This design comes from an exercise in tuning for small area, a short achievable clock period and few clock cycles per item on the open sky130 flow, not from production work. At most, simulation tests tie the RTL to the original design; equivalence was not proved. Power is estimated from default activity; no workload was simulated.

==> run D: inputs <==
==> flow/design.v (excerpt) <==
module qmx_unit (
    input  wire        clk,
    input  wire        rst_n,       
    input  wire        in_valid,
    output wire        in_ready,
    input  wire [31:0] in_data,     
    input  wire        in_act,      
    input  wire [3:0]  in_fmt,      
    input  wire        in_rz,       
    output wire        out_valid,
    input  wire        out_ready,
    output wire [31:0] out_word,    
    output wire        out_we       
);
export LEC_CHECK = 0
export CAP_MARGIN = 20
export CORE_MARGIN = 2
export CORE_UTILIZATION = 40
export SLEW_MARGIN = 20
create_clock -name core_clock -period 18.0 [get_ports {clk}]
standard.sh (not shown) runs the stock make flow with config.mk's settings and CLKGATE_MAP_FILE= SYNTH_SCRIPT=/design/flow/synth_recipe.tcl, a recipe that flattens the netlist after the stock synthesis.
==> flow/flow/run.sh <==
#!/bin/bash
set -euo pipefail
export BUFFER_PORTS_ARGS="-buffer_cell sky130_fd_sc_hd__buf_2"
export SETUP_SLACK_MARGIN=$(cat flow/setup_margin)
bash standard.sh > standard.log 2>&1
==> flow/flow/setup_margin <==
13.2
==> run F: changes against run D <==
--- a/flow/design.v
+++ b/flow/design.v
@@ -125,41 +125,41 @@
                 for (i = 9; i >= s; i = i - 1) begin
                     g[i] = g[i] | (p[i] & g[i-s]);
                     p[i] = p[i] & p[i-s];
                 end
             gt9 = (x[9] ^ y[9]) ^ g[8];         
         end
     endfunction
     reg  [4:0]  ph;                 
-    reg  [4:0]  in_lane;            
+    reg  [4:0]  q;                  
     reg         in_rdy;             
     reg         d_v;                
     reg  [31:0] d_x;
     reg         d_act;
     reg  [2:0]  w_f;                
     reg         w_rz;
     reg  [17:0] ring [0:31];
     reg         full;               
-    reg  [4:0]  out_lane;
+    reg  [4:0]  ol;                 
+    reg  [4:0]  olm;                
     reg         pend;               
     reg  [2:0]  i_f;  reg i_rz;  reg [7:0] i_ex;  reg i_nan, i_inf;    
     reg  [5:0]  o_fh; reg o_rz;  reg [8:0] o_mx;  reg o_nan, o_inf;    
     reg         s_v;
     reg  [17:0] s_e;
     reg         o_v;
     reg         o_we;
     reg  [19:0] o_w;
     assign in_ready  = in_rdy;
     assign out_valid = o_v;
     assign out_we    = o_we;
     assign out_word  = {12'd0, o_w};
-    wire [4:0]  d_lane  = in_lane - 5'd1;
-    wire        d_first = (d_lane == 5'd0);
-    wire        d_last  = (d_lane == 5'd31);
+    wire        d_first = (q == 5'd0);
+    wire        d_last  = (q == 5'd31);
     wire [7:0]  ex   = d_x[30:23];
     wire [22:0] man  = d_x[22:0];
     wire        nrmx = (ex != 8'd0);
     wire        fin  = (ex != 8'hFF);
     wire        val  = d_act && fin && (nrmx || man != 23'd0);   
     wire [31:0] m32  = {9'd0, man};
     wire        h16  = |m32[31:16];
     wire [15:0] m16  = h16 ? m32[31:16] : m32[15:0];
@@ -222,25 +222,27 @@
             3'b000:  w_emax = 4'd8;
             3'b001:  w_emax = 4'd15;
             3'b010:  w_emax = 4'd4;
             3'b011:  w_emax = 4'd2;
             3'b100:  w_emax = 4'd2;
             default: w_emax = 4'd0;
         endcase
     end
-    wire       at        = (ph == in_lane);             
-    wire       slot_free = !(full && (out_lane <= d_lane));
-    wire       wr        = d_v && at && slot_free && !(d_first && pend);
+    wire       at        = (ph == q);                   
+    wire       e_ol_q    = (ol == q);
+    wire       e_olm_q   = (olm == q);
+    wire       e_ph1_q   = (ph + 5'd1 == q);
+    wire       wr        = d_v && at && !(full && e_ol_q) && !(d_first && pend);
     wire       in_fire   = in_valid && in_rdy;
     wire       d_load    = !d_v || wr;
     wire       done      = wr && d_last;                
     wire       o_take    = !o_v || out_ready;           
     wire       s_take    = !s_v || o_take;              
-    wire       rd_pre    = (full && (ph == out_lane)) || done;
+    wire       rd_pre    = (full && (ph == olm)) || done;
     wire       rd        = rd_pre && s_take;
     wire [7:0] i_base    = d_first ? {4'd0, w_emax} : i_ex;
     wire       d_gt      = (d_exk > i_base);
     wire [7:0] n_ex      = d_gt ? d_exk : i_base;
     wire [8:0] n_mx1     = d_gt ? ({1'b0, d_exk} + 9'd24) : ({1'b0, i_base} + 9'd24);
     wire       n_nan     = d_nan || (!d_first && i_nan);
     wire       n_inf     = d_inf || (!d_first && i_inf);
     function [5:0] fdec(input [2:0] ff);
@@ -249,58 +251,60 @@
             3'b001:  fdec = 6'b000010;      
             3'b010:  fdec = 6'b000100;      
             3'b011:  fdec = 6'b001000;      
             3'b100:  fdec = 6'b010000;      
             default: fdec = 6'b100000;      
         endcase
     endfunction
     wire       sw        = (done || pend) && s_take;
-    wire [4:0] ol_inc    = out_lane + 5'd1;
-    wire       full_t    = done ? 1'b1 : (rd_pre && out_lane == 5'd31) ? 1'b0 : full;
-    wire       full_f    = done ? 1'b1 : full;
-    wire [4:0] ol_t      = done ? 5'd1 : rd_pre ? ol_inc : out_lane;
-    wire [4:0] ol_f      = done ? 5'd0 : out_lane;
-    wire       pend_f    = done || pend;
-    wire       at1       = (ph + 5'd1 == in_lane);
-    wire       dv_keep   = d_v && !wr;
-    wire       f_t       = (!full_t || ol_t > in_lane);
-    wire       f_f       = (!full_f || ol_f > in_lane) && !(in_lane == 5'd0 && pend_f);
-    wire       b_t       = at1 && (!dv_keep || !full_t || ol_t > d_lane);
-    wire       b_f       = at1 && (!dv_keep || ((!full_f || ol_f > d_lane) && !(d_first && pend_f)));
+    wire       xf        = !full || !e_olm_q;
+    wire       xb        = !full || !e_ol_q;
+    wire       f_t       = done || xf || rd_pre;
+    wire       f_f       = !done && xf && !(d_last && pend);
+    wire       b_t       = e_ph1_q && (!d_v || xb || rd_pre);
+    wire       b_f       = e_ph1_q && (!d_v || (xb && !(d_first && pend)));
     wire       rdy_n     = in_fire ? (s_take ? f_t : f_f) : (s_take ? b_t : b_f);
     always @(posedge clk) begin
         if (!rst_n) begin
-            ph       <= 5'd0;
-            in_lane  <= 5'd0;
+            ph       <= 5'd31;
+            q        <= 5'd31;
             in_rdy   <= 1'b1;
             d_v      <= 1'b0;
             full     <= 1'b0;
-            out_lane <= 5'd0;
+            ol       <= 5'd0;
+            olm      <= 5'd31;
             pend     <= 1'b0;
             s_v      <= 1'b0;
             o_v      <= 1'b0;
         end else begin
             ph       <= ph + 5'd1;
-            if (in_fire) in_lane <= in_lane + 5'd1;
+            if (in_fire) q <= q + 5'd1;
             in_rdy   <= rdy_n;
-            d_v      <= in_fire || dv_keep;
-            full     <= s_take ? full_t : full_f;
-            out_lane <= s_take ? ol_t : ol_f;
-            pend     <= pend_f && !s_take;
+            d_v      <= in_fire || (d_v && !wr);
+            if (done) begin
+                full <= 1'b1;
+                ol   <= {4'd0, rd};
+                olm  <= rd ? 5'd0 : 5'd31;
+            end else if (rd) begin
+                if (olm == 5'd30) full <= 1'b0;
+                ol   <= ol + 5'd1;
+                olm  <= olm + 5'd1;
+            end
+            pend     <= (done || pend) && !s_take;
             if (s_take) s_v <= rd_pre;
             if (o_take) o_v <= s_v;
         end
     end
     always @(posedge clk) begin
         if (d_load) begin
             d_x   <= in_data;
             d_act <= in_act;
         end
-        if (in_fire && in_lane == 5'd0) begin
+        if (in_fire && q == 5'd31) begin
             w_f  <= {in_fmt[3], in_fmt[1:0]};
             w_rz <= in_rz;
         end
     end
     integer r;
     always @(posedge clk) begin
         ring[0] <= wr ? d_ent : ring[31];
         for (r = 1; r < 32; r = r + 1)
==> flow/config.mk (replaced) <==
export PLATFORM = sky130hd
export DESIGN_NAME = qmx_unit
export DESIGN_NICKNAME = qmx_unit
export VERILOG_FILES = /design/flow/design.v
export SDC_FILE = /design/flow/constraint.sdc
export NUM_CORES = 4
export LEC_CHECK = 0
export ABC_AREA = 1
export CAP_MARGIN = 20
export CORE_MARGIN = 2
export CORE_UTILIZATION = 40
export CTS_CLUSTER_DIAMETER = 120
export CTS_CLUSTER_SIZE = 28
export SLEW_MARGIN = 20
==> run B: changes against run D <==
--- a/flow/design.v
+++ b/flow/design.v
@@ -1,11 +1,11 @@
 module qmx_lane (
     input  wire [17:0] ent,
-    input  wire [5:0]  fh,         
+    input  wire [2:0]  f,
     input  wire        rz,
     input  wire [8:0]  mx1,
     input  wire        nan_blk,    
     input  wire        inf_blk,    
     output wire        we,
     output wire [19:0] word        
 );
     function [9:0] sub9(input [8:0] a, input [8:0] b);
@@ -35,65 +35,100 @@
                 for (i = 7; i >= s; i = i - 1)
                     a[i] = a[i] & a[i-s];
             inc8 = x ^ {a[6:0], 1'b1};
         end
     endfunction
     wire       sgn = ent[17];
     wire [8:0] L   = ent[16:8];
     wire [7:0] F   = ent[7:0];
-    wire       f43 = fh[0], f52 = fh[1], f32 = fh[2], f23 = fh[3], f21 = fh[4];
-    wire       is_int = fh[5];
-    wire       m1  = f21;                   
-    wire       m2  = f52 || f32;            
-    wire       m3  = f43 || f23;            
-    wire [4:0] negc1  = ({5{f43}} & 5'd19) | ({5{f52}} & 5'd4) | ({5{f32}} & 5'd27)
-                      | ({5{f23 | f21}} & 5'd31) | ({5{is_int}} & 5'd1);
-    wire [7:0] cb     = ({8{f43}} & 8'd32) | ({8{f52}} & 8'd39) | ({8{f32}} & 8'd28)
-                      | ({8{f23 | f21}} & 8'd26) | ({8{is_int}} & 8'd24);
-    wire [6:0] maxmag = ({7{f43}} & 7'h7E) | ({7{f52}} & 7'h7B) | ({7{f32 | f23}} & 7'h1F)
-                      | ({7{f21}} & 7'h07);
+    reg  [4:0] negc1;      
+    reg  [7:0] cb;         
+    reg  [6:0] maxmag;
+    reg  [1:0] mm;         
+    reg        is_int;
+    always @* begin
+        negc1 = 5'd1; cb = 8'd24; maxmag = 7'h7F; mm = 2'd3; is_int = 1'b0;
+        case (f)
+            3'b000:  begin negc1 = 5'd19; cb = 8'd32; maxmag = 7'h7E; mm = 2'd3; end  
+            3'b001:  begin negc1 = 5'd4;  cb = 8'd39; maxmag = 7'h7B; mm = 2'd2; end  
+            3'b010:  begin negc1 = 5'd27; cb = 8'd28; maxmag = 7'h1F; mm = 2'd2; end  
+            3'b011:  begin negc1 = 5'd31; cb = 8'd26; maxmag = 7'h1F; mm = 2'd3; end  
+            3'b100:  begin negc1 = 5'd31; cb = 8'd26; maxmag = 7'h07; mm = 2'd1; end  
+            default: begin negc1 = 5'd1;  cb = 8'd24; maxmag = 7'h7F; mm = 2'd3; is_int = 1'b1; end
+        endcase
+    end
     wire [9:0] sh   = sub9(mx1, L);
     wire       shn  = sh[9];                        
     wire       nrm  = !is_int && (shn || sh[8:1] == 8'd0);
     wire       far  = !shn && (sh[8:4] != 5'd0);    
     wire [3:0] s4   = sh[3:0];
-    wire [7:0] X    = ({8{is_int}} & {1'b1, F[7:1]})
-                    | ({8{m1}} & {5'd0, 1'b1, F[1:0]})
-                    | ({8{m2}} & {4'd0, 1'b1, F[2:0]})
-                    | ({8{m3}} & {3'd0, 1'b1, F[3:0]});
+    reg  [7:0] X;
+    always @* begin
+        if (is_int) X = {1'b1, F[7:1]};
+        else case (mm)
+            2'd1:    X = {5'd0, 1'b1, F[1:0]};
+            2'd2:    X = {4'd0, 1'b1, F[2:0]};
+            default: X = {3'd0, 1'b1, F[3:0]};
+        endcase
+    end
     wire       s0   = is_int ? F[0] : F[4];
     wire [15:0] xs  = {X, 8'd0} >> s4;
     wire [7:0] n    = far ? 8'd0 : xs[15:8];
     wire       g    = !far && xs[7];
     wire       st   = s0 || (|xs[6:0]);
     wire       up   = !rz && g && (st || n[0]);
     wire [7:0] nx    = {8{sgn}} ^ n;
     wire [7:0] nx1   = inc8(nx);
     wire [7:0] ie    = (up ^ sgn) ? nx1 : nx;
     wire       iovf  = !sgn && (n == 8'h7F) && up;
     wire [7:0] ielem = iovf ? 8'h7F : ie;
     wire [7:0] n1   = inc8(n);
     wire [4:0] smag = up ? n1[4:0] : n[4:0];
-    wire [2:0] mb   = ({3{m1}} & {2'd0, F[1]}) | ({3{m2}} & {1'b0, F[2:1]}) | ({3{m3}} & F[3:1]);
+    reg  [2:0] mb;
+    always @* begin
+        case (mm)
+            2'd1:    mb = {2'd0, F[1]};
+            2'd2:    mb = {1'b0, F[2:1]};
+            default: mb = F[3:1];
+        endcase
+    end
     wire       un   = F[5];
     wire       tov  = F[6];
     wire [3:0] mbr  = {1'b0, mb} + {3'd0, un};
-    wire       cy   = (m1 && mbr[1]) || (m2 && mbr[2]) || (m3 && mbr[3]);
+    reg        cy;
+    always @* begin
+        case (mm)
+            2'd1:    cy = mbr[1];
+            2'd2:    cy = mbr[2];
+            default: cy = mbr[3];
+        endcase
+    end
     wire [4:0] E0   = L[4:0] - mx1[4:0] + 5'd2;
     wire [4:0] E1   = L[4:0] - mx1[4:0] + 5'd3;
     wire [4:0] E    = cy ? E1 : E0;
-    wire [6:0] nmag = ({7{m1}} & {1'b0, E, mbr[0]}) | ({7{m2}} & {E, mbr[1:0]})
-                    | ({7{m3}} & {E[3:0], mbr[2:0]});
+    reg  [6:0] nmag;
+    always @* begin
+        case (mm)
+            2'd1:    nmag = {1'b0, E, mbr[0]};
+            2'd2:    nmag = {E, mbr[1:0]};
+            default: nmag = {E[3:0], mbr[2:0]};
+        endcase
+    end
     wire       top  = (sh[4:0] == negc1);           
     wire       fovf = nrm && top && tov;
     wire [6:0] fmag = fovf ? maxmag : nrm ? nmag : {2'd0, smag};
-    wire [7:0] felem = ({8{f32 | f23}} & {2'b00, sgn, fmag[4:0]})
-                     | ({8{f21}} & {4'd0, sgn, fmag[2:0]})
-                     | ({8{f43 | f52}} & {sgn, fmag});
+    reg  [7:0] felem;
+    always @* begin
+        case (f)
+            3'b010, 3'b011: felem = {2'b00, sgn, fmag[4:0]};
+            3'b100:         felem = {4'd0, sgn, fmag[2:0]};
+            default:        felem = {sgn, fmag};
+        endcase
+    end
     wire       clamp = is_int ? iovf : (fovf && !rz);
     wire [7:0] elem  = is_int ? ielem : felem;
     wire       lost  = (L != 9'd0) && !nrm && (n == 8'd0) && !up;
     wire [7:0] code  = mx1[7:0] - cb;
     wire       spec  = nan_blk || inf_blk;
     assign we   = (L != 9'h1FF);
     assign word = spec ? {2'b00, inf_blk && !nan_blk, nan_blk, 8'hFF, 8'h00}
                        : {clamp, lost, 2'b00, code, elem};
@@ -136,18 +171,18 @@
     reg  [31:0] d_x;
     reg         d_act;
     reg  [2:0]  w_f;                
     reg         w_rz;
     reg  [17:0] ring [0:31];
     reg         full;               
     reg  [4:0]  out_lane;
     reg         pend;               
-    reg  [2:0]  i_f;  reg i_rz;  reg [7:0] i_ex;  reg i_nan, i_inf;    
-    reg  [5:0]  o_fh; reg o_rz;  reg [8:0] o_mx;  reg o_nan, o_inf;    
+    reg  [2:0]  i_f;  reg i_rz;  reg [8:0] i_mx;  reg i_nan, i_inf;    
+    reg  [2:0]  o_f;  reg o_rz;  reg [8:0] o_mx;  reg o_nan, o_inf;    
     reg         s_v;
     reg  [17:0] s_e;
     reg         o_v;
     reg         o_we;
     reg  [19:0] o_w;
     assign in_ready  = in_rdy;
     assign out_valid = o_v;
     assign out_we    = o_we;
@@ -208,56 +243,45 @@
             2'd1:    w_lo = {2'd0, w_mb[0], w_g0};
             2'd2:    w_lo = {1'b0, w_mb[1:0], w_g0};
             default: w_lo = {w_mb, w_g0};
         endcase
     end
     wire [7:0]  e_F   = wint ? {fr, stk} : {1'b0, w_tov, w_un, w_s0, w_lo};
     wire [8:0]  e_L   = !d_act ? 9'h1FF : val ? lgc : 9'd0;
     wire [17:0] d_ent = {d_x[31], e_L, e_F};
-    wire [7:0]  d_exk = (d_act && fin && nrmx) ? ex : 8'd0;
+    wire [8:0]  lg1   = nrmx ? ({1'b0, ex} + 9'd24) : ({4'd0, pos} + 9'd2);
+    wire [8:0]  d_key = val ? lg1 : 9'd0;
     wire        d_nan = d_act && !fin && (man != 23'd0);
     wire        d_inf = d_act && !fin && (man == 23'd0);
-    reg  [3:0]  w_emax;
+    reg  [8:0]  w_floor;            
     always @* begin
         case (wf)
-            3'b000:  w_emax = 4'd8;
-            3'b001:  w_emax = 4'd15;
-            3'b010:  w_emax = 4'd4;
-            3'b011:  w_emax = 4'd2;
-            3'b100:  w_emax = 4'd2;
-            default: w_emax = 4'd0;
+            3'b000:  w_floor = 9'd32;
+            3'b001:  w_floor = 9'd39;
+            3'b010:  w_floor = 9'd28;
+            3'b011:  w_floor = 9'd26;
+            3'b100:  w_floor = 9'd26;
+            default: w_floor = 9'd24;
         endcase
     end
     wire       at        = (ph == in_lane);             
     wire       slot_free = !(full && (out_lane <= d_lane));
     wire       wr        = d_v && at && slot_free && !(d_first && pend);
     wire       in_fire   = in_valid && in_rdy;
     wire       d_load    = !d_v || wr;
     wire       done      = wr && d_last;                
     wire       o_take    = !o_v || out_ready;           
     wire       s_take    = !s_v || o_take;              
     wire       rd_pre    = (full && (ph == out_lane)) || done;
     wire       rd        = rd_pre && s_take;
-    wire [7:0] i_base    = d_first ? {4'd0, w_emax} : i_ex;
-    wire       d_gt      = (d_exk > i_base);
-    wire [7:0] n_ex      = d_gt ? d_exk : i_base;
-    wire [8:0] n_mx1     = d_gt ? ({1'b0, d_exk} + 9'd24) : ({1'b0, i_base} + 9'd24);
+    wire [8:0] i_base    = d_first ? w_floor : i_mx;
+    wire [8:0] n_mx      = gt9(d_key, i_base) ? d_key : i_base;
     wire       n_nan     = d_nan || (!d_first && i_nan);
     wire       n_inf     = d_inf || (!d_first && i_inf);
-    function [5:0] fdec(input [2:0] ff);
-        case (ff)
-            3'b000:  fdec = 6'b000001;      
-            3'b001:  fdec = 6'b000010;      
-            3'b010:  fdec = 6'b000100;      
-            3'b011:  fdec = 6'b001000;      
-            3'b100:  fdec = 6'b010000;      
-            default: fdec = 6'b100000;      
-        endcase
-    endfunction
     wire       sw        = (done || pend) && s_take;
     wire [4:0] ol_inc    = out_lane + 5'd1;
     wire       full_t    = done ? 1'b1 : (rd_pre && out_lane == 5'd31) ? 1'b0 : full;
     wire       full_f    = done ? 1'b1 : full;
     wire [4:0] ol_t      = done ? 5'd1 : rd_pre ? ol_inc : out_lane;
     wire [4:0] ol_f      = done ? 5'd0 : out_lane;
     wire       pend_f    = done || pend;
     wire       at1       = (ph + 5'd1 == in_lane);
@@ -303,31 +327,31 @@
     integer r;
     always @(posedge clk) begin
         ring[0] <= wr ? d_ent : ring[31];
         for (r = 1; r < 32; r = r + 1)
             ring[r] <= ring[r-1];
     end
     always @(posedge clk) begin
         if (wr) begin
-            i_f <= wf;  i_rz <= wrz;  i_ex <= n_ex;  i_nan <= n_nan;  i_inf <= n_inf;
+            i_f <= wf;  i_rz <= wrz;  i_mx <= n_mx;  i_nan <= n_nan;  i_inf <= n_inf;
         end
         if (sw) begin
             if (done) begin
-                o_fh <= fdec(wf);  o_rz <= wrz;  o_mx <= n_mx1;  o_nan <= n_nan;  o_inf <= n_inf;
+                o_f <= wf;  o_rz <= wrz;  o_mx <= n_mx;  o_nan <= n_nan;  o_inf <= n_inf;
             end else begin
-                o_fh <= fdec(i_f); o_rz <= i_rz; o_mx <= {1'b0, i_ex} + 9'd24;  o_nan <= i_nan;  o_inf <= i_inf;
+                o_f <= i_f; o_rz <= i_rz; o_mx <= i_mx;  o_nan <= i_nan;  o_inf <= i_inf;
             end
         end
     end
     wire        l_we;
     wire [19:0] l_w;
     qmx_lane u_lane (
         .ent     (s_e),
-        .fh      (o_fh),
+        .f       (o_f),
         .rz      (o_rz),
         .mx1     (o_mx),
         .nan_blk (o_nan),
         .inf_blk (o_inf),
         .we      (l_we),
         .word    (l_w)
     );
     always @(posedge clk) begin
==> flow/flow/setup_margin (replaced) <==
0
==> flow/config.mk (replaced) <==
export PLATFORM = sky130hd
export DESIGN_NAME = qmx_unit
export DESIGN_NICKNAME = qmx_unit
export VERILOG_FILES = /design/flow/design.v
export SDC_FILE = /design/flow/constraint.sdc
export NUM_CORES = 4
export LEC_CHECK = 0
export CAP_MARGIN = 20
export CORE_MARGIN = 2
export CORE_UTILIZATION = 40
export CTS_BUF_LIST = sky130_fd_sc_hd__clkbuf_4
export SLEW_MARGIN = 20
==> run notes <==
Run B completed with no timing, DRC or antenna violations. Run F finished with timing, DRC and antenna clean. Run D finished with timing, DRC and antenna clean.
Critical path depth: run D is lower than run B (21).
The highest sequential power belongs to run D, the lowest to run F.
Synthesized cell count, highest first: run F, run B, run D.
Of run B and run F, run B has the higher cell area (gap about 9%, measured against run F).
Testbench counts of run D, summed over its fixed seeds: cycles 33,040, blocks 1,024.
No functional check of the RTL was part of run F and run B.

[afterwards: timing with drivers on the ports]
No port has a modelled driver above. Below, the same layouts with a new extraction and two added sets of constraints. Step 1 sets driving cells, clkbuf_16 on the clock port and buf_2 on the other inputs (assumed; they add their load-dependent delay and slew). Step 2 times the ports against the registers' clock, not the clock port: input delays grow and output delays shrink by t, the midpoint of the rising clock arrivals with the driver on. Slacks: ideal ports / drivers / drivers and shift; pairs: ideal ports / drivers.
run	shift t [ns]	setup slack, ns	worst hold slack (ns)
run D	0.641	13.243 / 13.188 / 12.736	0.315 / 0.315 / 0.315
run F	0.649	13.203 / 13.146 / 12.728	0.316 / 0.316 / 0.316
run B	0.975	11.686 / 11.686 / 11.686	0.283 / 0.283 / 0.283
After both steps setup and hold are still met in every run listed. For run D, which loses most, drivers alone change the setup slack by -0.055 ns; drivers and shift together by -0.507 ns.
